This design comes from an exercise in tuning for small area, a short achievable clock period and few clock cycles per item on the open sky130 flow, not from production work.
Only simulation tests tie the RTL to the original design; equivalence was not proved.

**flow/design.v**
```verilog
module tmu_stats (
    input  wire         clk,
    input  wire         rst,
    input  wire         in_valid,
    output reg          in_ready,
    input  wire [47:0]  in_count,
    input  wire [95:0]  in_sum,
    input  wire [127:0] in_sumsq,
    output reg          out_valid,
    output wire [63:0]  out_mean,
    output wire [63:0]  out_stddev
);
    localparam C = 11;               
    reg  [3:0] ph;                   
    wire       last = (ph == C - 1);  
    reg          m_v, m_sgn;
    reg  [32:0]  m_n;
    reg  [99:0]  m_q;
    reg  [63:0]  m_u;
    reg  [66:0]  m_cs, m_cc;
    reg  [9:0]   m_ls, m_lc;
    reg  [14:0]  m_cq, m_cu;         
    wire         in_sgn = in_sum[95];
    wire [63:0]  in_u   = in_sum[63:0] ^ {64{in_sgn}};
    function [14:0] booth5;
        input [10:0] w;
        input        inv;            
        integer k;
        reg [2:0] b;
        begin
            for (k = 0; k < 5; k = k + 1) begin
                b = w[2*k +: 3];
                booth5[3*k +: 3] = {b[1] ^ b[0], (b == 3'b100) | (b == 3'b011), b[2] ^ inv};
            end
        end
    endfunction
    wire [10:0]  m_wq = last ? {in_sumsq[9:0], 1'b0} : m_q[19:9];
    reg  [10:0]  m_wu;               
    always @(*) begin
        case (ph)
        4'd0:    m_wu = m_u[19:9];
        4'd1:    m_wu = m_u[29:19];
        4'd2:    m_wu = m_u[39:29];
        4'd3:    m_wu = m_u[49:39];
        4'd4:    m_wu = m_u[59:49];
        4'd5:    m_wu = {6'd0, m_u[63:59]};
        4'd10:   m_wu = {in_u[9:0], 1'b0};
        default: m_wu = 11'd0;
        endcase
    end
    wire [10:0]  m_lo  = {1'd0, m_ls} + {1'd0, m_lc};
    wire [66:0]  m_cs1, m_cc1;
    wire [9:0]   m_ls1, m_lc1;
    mstep5 m_st (.cs(m_cs), .cc(m_cc), .cy(m_lo[10]), .n(m_n), .u(m_u), .cq(m_cq), .cu(m_cu),
                 .cs_o(m_cs1), .cc_o(m_cc1), .ls_o(m_ls1), .lc_o(m_lc1));
    wire [36:0]  m_dh;
    padd #(.W(37)) m_add (.a({m_cs[26:0], m_ls}), .b({m_cc[26:0], m_lc}),
                          .cin(1'b0), .s(m_dh), .cout());
    wire [63:0]  m_abs = m_u + {63'd0, m_sgn};
    reg          s1_v, s1_sgn;
    reg  [32:0]  s1_n;
    reg  [39:0]  s1_x;               
    reg  [109:0] s1_xl;              
    reg  [9:0]   s1_r;
    reg  [10:0]  s1_rem;
    reg  [32:0]  s1_rm;              
    reg  [39:0]  s1_qm;              
    wire [10:0]  s1_nrem;
    wire         s1_g1, s1_g2;
    sq2 #(.QW(10), .RW(11)) s1_sq (.rem(s1_rem), .r(s1_r), .x(s1_x[39:36]),
                                   .rem_o(s1_nrem), .g1(s1_g1), .g2(s1_g2));
    wire [72:0]  s1_stm;
    dstep1 s1_dm (.rem(s1_rm), .dq(s1_qm), .dv(s1_n), .out(s1_stm));
    reg          s2_v, s2_sgn;
    reg  [32:0]  s2_n;
    reg  [39:0]  s2_x;               
    reg  [69:0]  s2_xl;              
    reg  [29:0]  s2_r;
    reg  [30:0]  s2_rem;
    reg  [32:0]  s2_rm;
    reg  [39:0]  s2_qm;
    wire [30:0]  s2_nrem;
    wire         s2_g1, s2_g2;
    sq2 #(.QW(30), .RW(31)) s2_sq (.rem(s2_rem), .r(s2_r), .x(s2_x[39:36]),
                                   .rem_o(s2_nrem), .g1(s2_g1), .g2(s2_g2));
    wire [72:0]  s2_stm;
    dstep1 s2_dm (.rem(s2_rm), .dq(s2_qm), .dv(s2_n), .out(s2_stm));
    reg          s3_v, s3_sgn;
    reg  [32:0]  s3_n;
    reg  [32:0]  s3_rm;
    reg  [39:0]  s3_qm;
    wire [72:0]  s3_stm;
    dstep1 s3_dm (.rem(s3_rm), .dq(s3_qm), .dv(s3_n), .out(s3_stm));
    reg  [32:0]  s3_rs;
    reg  [6:0]   s3_qs;
    reg          s3_db;
    wire [33:0]  s3_sh = {s3_rs, s3_db};
    wire [33:0]  s3_d;
    wire         s3_g;
    padd #(.W(34)) s3_ad (.a(s3_sh), .b(~{1'b0, s3_n}), .cin(1'b1), .s(s3_d), .cout(s3_g));
    reg  [39:0]  s3_x;               
    reg  [29:0]  s3_xl;              
    reg  [49:0]  s3_r;
    reg  [50:0]  s3_rem;
    wire [50:0]  s3_nrem;
    wire         s3_g1, s3_g2;
    sq2 #(.QW(50), .RW(51)) s3_sq (.rem(s3_rem), .r(s3_r), .x(s3_x[39:36]),
                                   .rem_o(s3_nrem), .g1(s3_g1), .g2(s3_g2));
    reg          s4_v, s4_sgn;
    reg  [32:0]  s4_n;
    reg  [32:0]  s4_rm;
    reg  [39:0]  s4_qm;
    wire [72:0]  s4_stm;
    dstep1 s4_dm (.rem(s4_rm), .dq(s4_qm), .dv(s4_n), .out(s4_stm));
    reg  [32:0]  s4_rs;
    reg  [16:0]  s4_qs;
    reg          s4_db;
    wire [33:0]  s4_sh = {s4_rs, s4_db};
    wire [33:0]  s4_d;
    wire         s4_g;
    padd #(.W(34)) s4_ad (.a(s4_sh), .b(~{1'b0, s4_n}), .cin(1'b1), .s(s4_d), .cout(s4_g));
    reg  [29:0]  s4_x;               
    reg  [69:0]  s4_r;
    reg  [70:0]  s4_rem;
    wire [70:0]  s4_nrem;
    wire         s4_g1, s4_g2;
    sq2 #(.QW(70), .RW(71)) s4_sq (.rem(s4_rem), .r(s4_r), .x(s4_x[29:26]),
                                   .rem_o(s4_nrem), .g1(s4_g1), .g2(s4_g2));
    reg          q1_v, q1_sgn, q1_mex, q1_sex;
    reg  [32:0]  q1_n;
    reg  [36:0]  q1_qm;
    reg  [32:0]  q1_rs;              
    reg  [36:0]  q1_qs;              
    wire [69:0]  q1_sts;
    dstep2 #(.DW(37)) q1_ds (.rem(q1_rs), .dq(q1_qs), .dv(q1_n), .out(q1_sts));
    wire        q_zero = (q1_n == 33'd0);
    wire [36:0] q_ts   = q1_qs[36:0];
    wire        q_im   = q1_qm[0] & ~(q1_mex & ~q1_qm[1]);
    wire        q_is   = q_ts[0] & ~(q1_sex & (q1_rs == 33'd0) & ~q_ts[1]);
    wire [36:0] q_mean = ({1'b0, q1_qm[36:1]} ^ {37{q1_sgn}}) + {36'd0, q1_sgn ^ q_im};
    wire [35:0] q_sd   = q_ts[36:1] + {35'd0, q_is};
    reg  [36:0] o_mean;
    reg  [35:0] o_sd;
    assign out_mean   = {{27{o_mean[36]}}, o_mean};
    assign out_stddev = {28'd0, o_sd};
    always @(posedge clk) begin
        if (rst) begin
            ph        <= 4'd0;
            in_ready  <= 1'b0;
            m_cq      <= 15'd0;
            m_cu      <= 15'd0;
            m_v       <= 1'b0;
            s1_v      <= 1'b0;
            s2_v      <= 1'b0;
            s3_v      <= 1'b0;
            s4_v      <= 1'b0;
            q1_v      <= 1'b0;
            out_valid <= 1'b0;
        end else begin
            ph        <= last ? 4'd0 : ph + 4'd1;
            in_ready  <= (ph == C - 2);
            m_cq      <= booth5(m_wq, 1'b0);
            m_cu      <= booth5(m_wu, 1'b1);
            out_valid <= q1_v && last;
            if (last) begin
                m_v  <= in_valid;
                s1_v <= m_v;
                s2_v <= s1_v;
                s3_v <= s2_v;
                s4_v <= s3_v;
                q1_v <= s4_v;
            end
        end
    end
    always @(posedge clk) begin
        o_mean <= q_zero ? 37'd0 : q_mean;
        o_sd   <= q_zero ? 36'd0 : q_sd;
        if (last) begin
            m_n    <= in_count[32:0];
            m_q    <= {5'd0, in_sumsq[94:0]};
            m_u    <= in_u;
            m_sgn  <= in_sgn;
            m_cs   <= in_sgn ? {2'b01, in_sum[63:0], 1'b1} : {1'b1, 66'd0};
            m_cc   <= 67'd0;
            m_ls   <= 10'd0;
            m_lc   <= 10'd0;
            s1_n   <= m_n;
            s1_sgn <= m_sgn;
            s1_x   <= {23'd0, m_dh[36:20]};
            s1_xl  <= {m_dh[19:0], m_q[99:10]};
            s1_r   <= 10'd0;
            s1_rem <= 11'd0;
            s1_rm  <= {4'd0, m_abs[63:35]};
            s1_qm  <= {m_abs[34:0], 5'd0};
            s2_n   <= s1_n;
            s2_sgn <= s1_sgn;
            s2_x   <= s1_xl[109:70];
            s2_xl  <= s1_xl[69:0];
            s2_r   <= {20'd0, s1_r};
            s2_rem <= {20'd0, s1_rem};
            s2_rm  <= s1_rm;
            s2_qm  <= s1_qm;
            s3_n   <= s2_n;
            s3_sgn <= s2_sgn;
            s3_rm  <= s2_rm;
            s3_qm  <= s2_qm;
            s3_x   <= s2_xl[69:30];
            s3_xl  <= s2_xl[29:0];
            s3_r   <= {20'd0, s2_r};
            s3_rem <= {20'd0, s2_rem};
            s4_n   <= s3_n;
            s4_sgn <= s3_sgn;
            s4_rm  <= s3_rm;
            s4_qm  <= s3_qm;
            s4_x   <= s3_xl;
            s4_r   <= {20'd0, s3_r};
            s4_rem <= {20'd0, s3_rem};
            q1_n   <= s4_n;
            q1_sgn <= s4_sgn;
            q1_qm  <= s4_qm[36:0];
            q1_mex <= (s4_rm == 33'd0);
            q1_sex <= (s4_rem == 71'd0);
            q1_rs  <= s4_rs;
            q1_qs  <= {s4_r[19:0], s4_qs};
            s4_rs  <= s3_rs;
            s4_qs  <= {10'd0, s3_qs};
            s4_db  <= s3_r[9];
        end else begin
            m_cs   <= m_cs1;
            m_cc   <= m_cc1;
            m_ls   <= m_ls1;
            m_lc   <= m_lc1;
            m_q    <= {m_lo[9:0], m_q[99:10]};
            s1_x   <= {s1_x[35:0], 4'd0};
            s1_r   <= {s1_r[7:0], s1_g1, s1_g2};
            s1_rem <= s1_nrem;
            {s1_rm, s1_qm} <= s1_stm;
            s2_x   <= {s2_x[35:0], 4'd0};
            s2_r   <= {s2_r[27:0], s2_g1, s2_g2};
            s2_rem <= s2_nrem;
            {s2_rm, s2_qm} <= s2_stm;
            s3_x   <= {s3_x[35:0], 4'd0};
            s3_r   <= {s3_r[47:0], s3_g1, s3_g2};
            s3_rem <= s3_nrem;
            {s3_rm, s3_qm} <= s3_stm;
            s4_x   <= {s4_x[25:0], 4'd0};
            s4_r   <= {s4_r[67:0], s4_g1, s4_g2};
            s4_rem <= s4_nrem;
            {s4_rm, s4_qm} <= s4_stm;
            {q1_rs, q1_qs} <= q1_sts;
            s3_rs  <= (ph == 4'd2) ? {1'd0, s3_r[32:1]} : (s3_g ? s3_d[32:0] : s3_sh[32:0]);
            s3_qs  <= {s3_qs[5:0], s3_g};
            s3_db  <= s3_r[ph - 4'd2];
            s4_rs  <= s4_g ? s4_d[32:0] : s4_sh[32:0];
            s4_qs  <= {s4_qs[15:0], s4_g};
            s4_db  <= s4_r[{1'b0, ph} + 5'd8];
        end
    end
endmodule
module mstep5 (
    input  wire [66:0] cs,
    input  wire [66:0] cc,
    input  wire        cy,           
    input  wire [32:0] n,
    input  wire [63:0] u,
    input  wire [14:0] cq,           
    input  wire [14:0] cu,           
    output wire [66:0] cs_o,
    output wire [66:0] cc_o,
    output wire [9:0]  ls_o,
    output wire [9:0]  lc_o
);
    wire [76:0] rn [0:4];
    wire [76:0] ru [0:4];
    genvar k;
    generate
        for (k = 0; k < 5; k = k + 1) begin : row
            wire        n1 = cq[3*k+2], n2 = cq[3*k+1], nn = cq[3*k];
            wire        u1 = cu[3*k+2], u2 = cu[3*k+1], un = cu[3*k];
            wire [33:0] mn = ({34{n1}} & {1'd0, n}) | ({34{n2}} & {n, 1'b0});
            wire [64:0] mu = ({65{u1}} & {1'd0, u}) | ({65{u2}} & {u, 1'b0});
            wire [34:0] pn = {~nn, mn ^ {34{nn}}};
            wire [65:0] pu = {~un, mu ^ {65{un}}};
            assign rn[k] = {{(42-2*k){1'b0}}, pn, {(2*k){1'b0}}};
            assign ru[k] = {{(11-2*k){1'b0}}, pu, {(2*k){1'b0}}};
        end
    endgenerate
    wire [76:0] n1x = rn[1] | {76'd0, cq[0]};
    wire [76:0] u1x = ru[1] | {76'd0, cu[0]};
    wire [76:0] n2x = rn[2] | {74'd0, cq[3], 2'b0};
    wire [76:0] u2x = ru[2] | {72'd0, cu[3], 2'b0};
    wire [76:0] n3x = rn[3] | {70'd0, cq[6], 4'b0};
    wire [76:0] u3x = ru[3] | {70'd0, cu[6], 4'b0};
    wire [76:0] n4x = rn[4] | {68'd0, cq[9], 6'b0};
    wire [76:0] u4x = ru[4] | {68'd0, cu[9], 6'b0};
    localparam [76:0] K = 77'd341 * ((77'd5 << 65) - (77'd1 << 34));
    wire [76:0] e   = K | {67'd0, cq[12] & cu[12], cq[12] ^ cu[12], 8'b0};
    wire [76:0] a0  = {10'd0, cs};
    wire [76:0] b0  = {10'd0, cc};
    function [153:0] csa;            
        input [76:0] x, y, z;
        begin
            csa = {x ^ y ^ z, ((x & y) | (x & z) | (y & z)) << 1};
        end
    endfunction
    wire [76:0] l1 [0:7];
    assign {l1[0], l1[1]} = csa(a0, b0, rn[0]);
    assign {l1[2], l1[3]} = csa(n1x, n2x, n3x);
    assign {l1[4], l1[5]} = csa(n4x, ru[0], u1x);
    assign {l1[6], l1[7]} = csa(u2x, u3x, u4x);
    wire [76:0] l2 [0:5];
    assign {l2[0], l2[1]} = csa(l1[0], l1[1], l1[2]);
    assign {l2[2], l2[3]} = csa(l1[3], l1[4], l1[5]);
    assign {l2[4], l2[5]} = csa(l1[6], l1[7], e);
    wire [76:0] l3 [0:3];
    assign {l3[0], l3[1]} = csa(l2[0], l2[1], l2[2]);
    assign {l3[2], l3[3]} = csa(l2[3], l2[4], l2[5]);
    wire [76:0] l4 [0:1];
    assign {l4[0], l4[1]} = csa(l3[0], l3[1] | {76'd0, cy}, l3[2]);
    wire [76:0] fs, fc;
    assign {fs, fc} = csa(l4[0], l4[1], l3[3]);
    assign cs_o = fs[76:10];
    assign cc_o = fc[76:10];
    assign ls_o = fs[9:0];
    assign lc_o = fc[9:0];
endmodule
module dstep1 (
    input  wire [32:0] rem,
    input  wire [39:0] dq,
    input  wire [32:0] dv,
    output wire [72:0] out
);
    wire [33:0] d;
    wire        g;
    padd #(.W(34)) a1 (.a({rem, dq[39]}), .b(~{1'b0, dv}), .cin(1'b1), .s(d), .cout(g));
    assign out = {g ? d[32:0] : {rem[31:0], dq[39]}, dq[38:0], g};
endmodule
module sq2 #(parameter QW = 32, parameter RW = 34) (
    input  wire [RW-1:0] rem,
    input  wire [QW-1:0] r,
    input  wire [3:0]    x,
    output wire [RW-1:0] rem_o,
    output wire          g1,
    output wire          g2
);
    localparam W1 = RW + 2;
    localparam W2 = RW + 4;
    wire [W2-1:0] w = {rem, x};
    wire [W1-1:0] d1;
    wire [W2-1:0] d2a, d2b;
    wire          c2a, k;
    padd #(.W(W1)) a1 (.a({rem, x[3:2]}), .b(~{{(W1-QW-2){1'b0}}, r, 2'b01}),
                       .cin(1'b1), .s(d1), .cout(g1));
    padd #(.W(W2)) a2 (.a(w), .b(~{{(W2-QW-3){1'b0}}, r, 3'b001}),
                       .cin(1'b1), .s(d2a), .cout(c2a));
    wire [W2-1:0] y  = ~{{(W2-QW-4){1'b0}}, r, 4'b1000};
    wire [W2-1:0] z  = ~{{(W2-QW-3){1'b0}}, r, 3'b001};
    wire [W2-1:0] ps = w ^ y ^ z;
    wire [W2-1:0] pc = {(w[W2-2:0] & y[W2-2:0]) | (w[W2-2:0] & z[W2-2:0]) | (y[W2-2:0] & z[W2-2:0]), 1'b1};
    padd #(.W(W2)) a3 (.a(ps), .b(pc), .cin(1'b1), .s(d2b), .cout(k));
    wire          c2b = k & ((w[W2-1] & y[W2-1]) | (w[W2-1] & z[W2-1]) | (y[W2-1] & z[W2-1]));
    assign g2    = g1 ? c2b : c2a;
    assign rem_o = g1 ? (c2b ? d2b[RW-1:0] : {d1[RW-3:0], x[1:0]})
                      : (c2a ? d2a[RW-1:0] : w[RW-1:0]);
endmodule
module dstep2 #(parameter DW = 38) (
    input  wire [32:0]      rem,
    input  wire [DW-1:0]    dq,
    input  wire [32:0]      dv,
    output wire [DW+32:0]   out
);
    wire [34:0] w = {rem, dq[DW-1:DW-2]};
    wire [33:0] d1;
    wire [34:0] d2a, d2b;
    wire        g1, c2a, k;
    padd #(.W(34)) a1 (.a({rem, dq[DW-1]}), .b(~{1'b0, dv}), .cin(1'b1), .s(d1), .cout(g1));
    padd #(.W(35)) a2 (.a(w), .b(~{2'b0, dv}), .cin(1'b1), .s(d2a), .cout(c2a));
    wire [34:0] y  = ~{2'b0, dv};
    wire [34:0] z  = ~{1'b0, dv, 1'b0};
    wire [34:0] ps = w ^ y ^ z;
    wire [34:0] pc = {(w[33:0] & y[33:0]) | (w[33:0] & z[33:0]) | (y[33:0] & z[33:0]), 1'b1};
    padd #(.W(35)) a3 (.a(ps), .b(pc), .cin(1'b1), .s(d2b), .cout(k));
    wire c2b = k & ((w[34] & y[34]) | (w[34] & z[34]) | (y[34] & z[34]));
    wire g2  = g1 ? c2b : c2a;
    assign out = {g1 ? (c2b ? d2b[32:0] : {d1[31:0], dq[DW-2]})
                     : (c2a ? d2a[32:0] : w[32:0]),
                  dq[DW-3:0], g1, g2};
endmodule
module padd #(parameter W = 8) (
    input  wire [W-1:0] a,
    input  wire [W-1:0] b,
    input  wire         cin,
    output wire [W-1:0] s,
    output wire         cout
);
    function integer lg2;            
        input integer x;
        integer k;
        begin
            lg2 = 0;
            for (k = 1; k < x; k = k * 2)
                lg2 = lg2 + 1;
        end
    endfunction
    localparam L = lg2(W + 1);
    wire [W:0] g [0:L];
    wire [W:0] p [0:L];
    assign g[0] = {a & b, cin};
    assign p[0] = {a ^ b, 1'b0};
    genvar l, i;
    generate
        for (l = 0; l < L; l = l + 1) begin : lv
            for (i = 0; i <= W; i = i + 1) begin : bt
                if ((i >> l) & 1) begin : c
                    localparam integer J = ((i >> l) << l) - 1;
                    assign g[l+1][i] = g[l][i] | (p[l][i] & g[l][J]);
                    assign p[l+1][i] = p[l][i] & p[l][J];
                end else begin : n
                    assign g[l+1][i] = g[l][i];
                    assign p[l+1][i] = p[l][i];
                end
            end
        end
    endgenerate
    assign s    = p[0][W:1] ^ g[L][W-1:0];
    assign cout = g[L][W];
endmodule
```
**flow/flow/run.sh**
```bash
#!/bin/bash
# Standard synthesis, then the standard layout with a larger setup margin
# for repair_timing (the SDC is unchanged).
set -euo pipefail
bash standard.sh synth > synth.log 2>&1
bash standard.sh SETUP_SLACK_MARGIN=5.2 finish > layout.log 2>&1
```
**flow/standard.sh**
```bash
#!/bin/bash
# synth_recipe.tcl (not shown) runs the flow's synth.tcl, then flattens the netlist and writes it again
# the make line also repeats each setting of config.mk as NAME=value (left out here)
make -C /OpenROAD-flow-scripts/flow DESIGN_CONFIG=/design/flow/config.mk WORK_HOME=/design/flow/orfs CLKGATE_MAP_FILE= SYNTH_SCRIPT=/design/flow/synth_recipe.tcl "${@:-finish}"
```
**flow/config.mk**
```make
export PLATFORM = sky130hd
export DESIGN_NAME = tmu_stats
export DESIGN_NICKNAME = tmu_stats
export VERILOG_FILES = /design/flow/design.v
export SDC_FILE = /design/flow/constraint.sdc
export NUM_CORES = 4
export LEC_CHECK = 0
export ABC_CLOCK_PERIOD_IN_PS = 3000
export CAP_MARGIN = 30
export CORE_MARGIN = 2
export CORE_UTILIZATION = 40
export SLEW_MARGIN = 30
```
**flow/constraint.sdc**
```tcl
create_clock -name core_clock -period 10.0 [get_ports {clk}]
set_input_delay 2.0000 -clock core_clock [delete_from_list [all_inputs] [get_ports {clk}]]
set_output_delay 2.0000 -clock core_clock [all_outputs]
set_load 0.01 [all_outputs]
```
==> out/qor.yml <==
hold_path_class: "reg -> reg"
clockBufferDepth: 4
path_max_fanout: 17
ys_types: 105
drt_iter0_markers: 7491
cp_cell_sequence: "fa_1, ha_1, a21oi_1, o22ai_1, a31oi_4, a2111oi_4, buf_4, a31oi_4, o21ai_4, a21oi_2, inv_2, a21oi_4, buf_12, nand2_1, o32a_1, a21oi_1"
tightest_slew_ps: 1160
cts_sinks: 1802
drc: 0
grt_pass1_wl_um: 585000
yosysWarnings: 12
grt_usage_pct: 23.4
die_h_um: 567
clock-root-buffer: "clkbuf_16"
drive_gt1_share_pct: 5.05
overflow: 0
viasPerCell: 5.41
clk_latency_ps: 930
synth-main-ff-cell: "dfxtp_1"
die_area_um2: 321000
ys_ff_latch: 1802
synth-edff-count: 558
finalHoldViolCount: 0
max_freq_mhz: 211
fp.coreArea_um2: 315000
synth_area_leaders: "dfxtp_1 20%, edfxtp_1 13%, fa_1 12%, ha_1 11%, nand2_1 5.5%"
num_vias: 97300
finClkSkew_ps: 101
hpwl_um: 284000
grt_max_degree: 188
setup_slack_ps: 5260
cp_data_arrival_time_ps: 5560
cp-start-kind: "register"
row_count: 206
initial_core_util_pct: 40.2
postPlaceCellArea_um2: 133000
fin_crit_ps: 4740
finalSetupViolCount: 0
die_w_um: 567
cts_buffers: 204
crit_required_ps: 10820
cts.clk_slew.worst_paths_ps: 60
fin_area_um2: 141000
syn_to_final_growth_pct: 11.5
synth_cells: 13700
num_io_pins: 405
relSlewSlack_pct: 22.9
fillers: 30500
fin_setup_tns_ps: 0
critPathMaxStageDelay_ps: 620
hold-worst-slack_ps: 402
htreeDepth: 4
endpoint_kind: "register"
ant_nets: 0
crit_type: "reg -> reg"
wl_per_cell_um: 21.4
syn_avg_cell_area_um2: 9.28
drt_first_pass_iters: 7
antenna_found_initial: 15
cts_hold_buf: 0
grt_pass1_vias: 95700
cp_slowest_cell: "dfxtp_1"
nNetsFinal: 15800
synth_area_um2: 127000
cap_violations: 0
ys_async_sr_fraction_pct: 0
routed_wl_um: 385000
post-place-ws_ps: 3740
synth_top_area_share_pct: 19.6
grt_setup_unrepaired: "no"
slew_viol_final: 0
outcome: "finished clean"
cts_tree: "yes"
gp_congestion: 0.917
min_period_over_period_pct: 47.4
io_buffers: 297
synth_top_area_cell: "dfxtp_1"
ys_seq_area_share_pct: 32.9
[Yosys cell counts (30+ instances only)]
cell and count:
and2_1 182, o211ai_1 58, fa_1 772, buf_2 34, ha_1 1148, buf_1 101
dfxtp_1 1244, nor4_1 58, o21bai_1 64, mux2i_1 113, and4_1 40, or3_1 54
o21ai_0 470, nand2b_1 56, inv_1 1248, a21oi_1 759, a22oi_1 533, o31ai_1 36
buf_4 60, xor2_1 416, clkbuf_1 514, edfxtp_1 558, o21ai_1 51, a21o_1 301
nand2_1 1861, o21a_1 124, nor3_1 148, nand3_1 169, a31oi_1 84, o31a_1 30
and3_1 80, a211oi_1 120, nor2_1 779, nor2b_1 85, o22ai_1 64, xnor2_1 795
nand4_1 85
[worst max-delay path: cells and delay by family, from the launching register on]
kind            cells  cell delay [ps]
fa+ha+maj           2              860
compound gates     10             2480
flops               1              620
buf+inv             3              530
simple gates        1              170
[registers in the layout, summed over array words and instances, names as in the netlist, 36 cells and up]
signal	count
s2_x	40
m_u	64
s2_qm	40
s4_qm	40
q1_qs	37
s4_rem	71
s2_xl	70
s1_xl	110
s1_qm	40
s3_x	40
m_q	91
o_mean	37
s3_qm	40
s3_rem	51
o_sd	36
m_cs	67
s3_r	50
q1_qm	37
m_cc	66
s1_x	40
s4_r	70
[final timing paths]
kind	from	end	slack [ps]	cells after the start
min	s1_qm[35]$_DFF_P_	s2_qm[35]$_DFF_P_	400	2
min reg2reg	s1_qm[35]$_DFF_P_	s2_qm[35]$_DFF_P_	400	2
max	s4_rem[1]$_DFF_P_	s4_rem[53]$_SDFF_PP0_	5260	16
max reg2reg	s4_rem[1]$_DFF_P_	s4_rem[53]$_SDFF_PP0_	5260	16
[area by class of cell]
class | instances | area [µm²] | area share [%]
Multi-Input combinational cell | 9927 | 78100 | 55.2
Sequential cell | 1802 | 41700 | 29.5
Clock buffer | 290 | 5970 | 4.22
Tap cell | 4160 | 5200 | 3.68
Inverter | 1254 | 4740 | 3.35
Timing Repair Buffer | 451 | 4510 | 3.19
Clock inverter | 91 | 1100 | 0.782
Antenna cell | 11 | 27.5 | 0.0195
[cell families after synthesis]
kind of cell | synth area share (%)
XOR/XNOR | 8.37
other | 0.00296
adder cells (fa/ha/maj) | 23.5
multiplexers | 1.13
AND/OR/NAND/NOR | 12.7
AO/OA/AOI/OAI | 15.3
buffers and inverters | 6.05
flip-flops | 32.9
[placed cells by master, fill, tap and decap left out, types with 467 or more instances in the layout]
| master | count |
|---|---|
| edfxtp_1 | 558 |
| o21ai_0 | 467 |
| xnor2_1 | 795 |
| nor2_1 | 771 |
| a22oi_1 | 532 |
| a21oi_1 | 753 |
| ha_1 | 1147 |
| nand2_1 | 1857 |
| fa_1 | 772 |
| inv_1 | 1237 |
| dfxtp_1 | 1214 |
[routing by layer]
layer	GRT usage, %	vias to the layer above	share of wire, %
met5	0	-	0.025
met4	9.61	10	4.4
met3	3.90	765	6.4
met2	38.8	3006	47
met1	30.1	46800	42
li1	-	46600	-
[per-stage QoR]
stage	util, %	cells
floorplan	-	13700
global placement	42.2	17500
detailed placement	42.3	17500
CTS	44.7	18000
global route	44.8	18000
finish	44.8	18000
[repair_timing]
action,CTS,global route
gates cloned,3,3
buffers inserted,20,19
setup endpoints to repair,230,150
resized for setup,62,43
pin swaps,10,14
Testbench counts, summed over its fixed seeds: cycles 26,856, items 2,400.

-- separate check: timing with driven ports --
The flow's constraints put no driver on any port. The routed layout listed below was extracted and timed again, unchanged, in two steps. Step 1 sets driving cells, clkbuf_16 on the clock port and buf_2 on the other inputs (assumed; they add their load-dependent delay and slew). Step 2 times the ports against the registers' clock, not the clock port: input delays grow and output delays shrink by t, the midpoint of the rising clock arrivals with the driver on. a / b / c = ideal / step 1 / step 2; a / b = the first two.
t (ns): 0.983
setup slack, ns: 5.258 / 5.258 / 5.258
worst slew at a driven data input, ns: 0.12
After both steps this run still meets setup and hold. For this run, drivers alone change the setup slack by 0.000 ns; drivers and shift together by 0.000 ns.
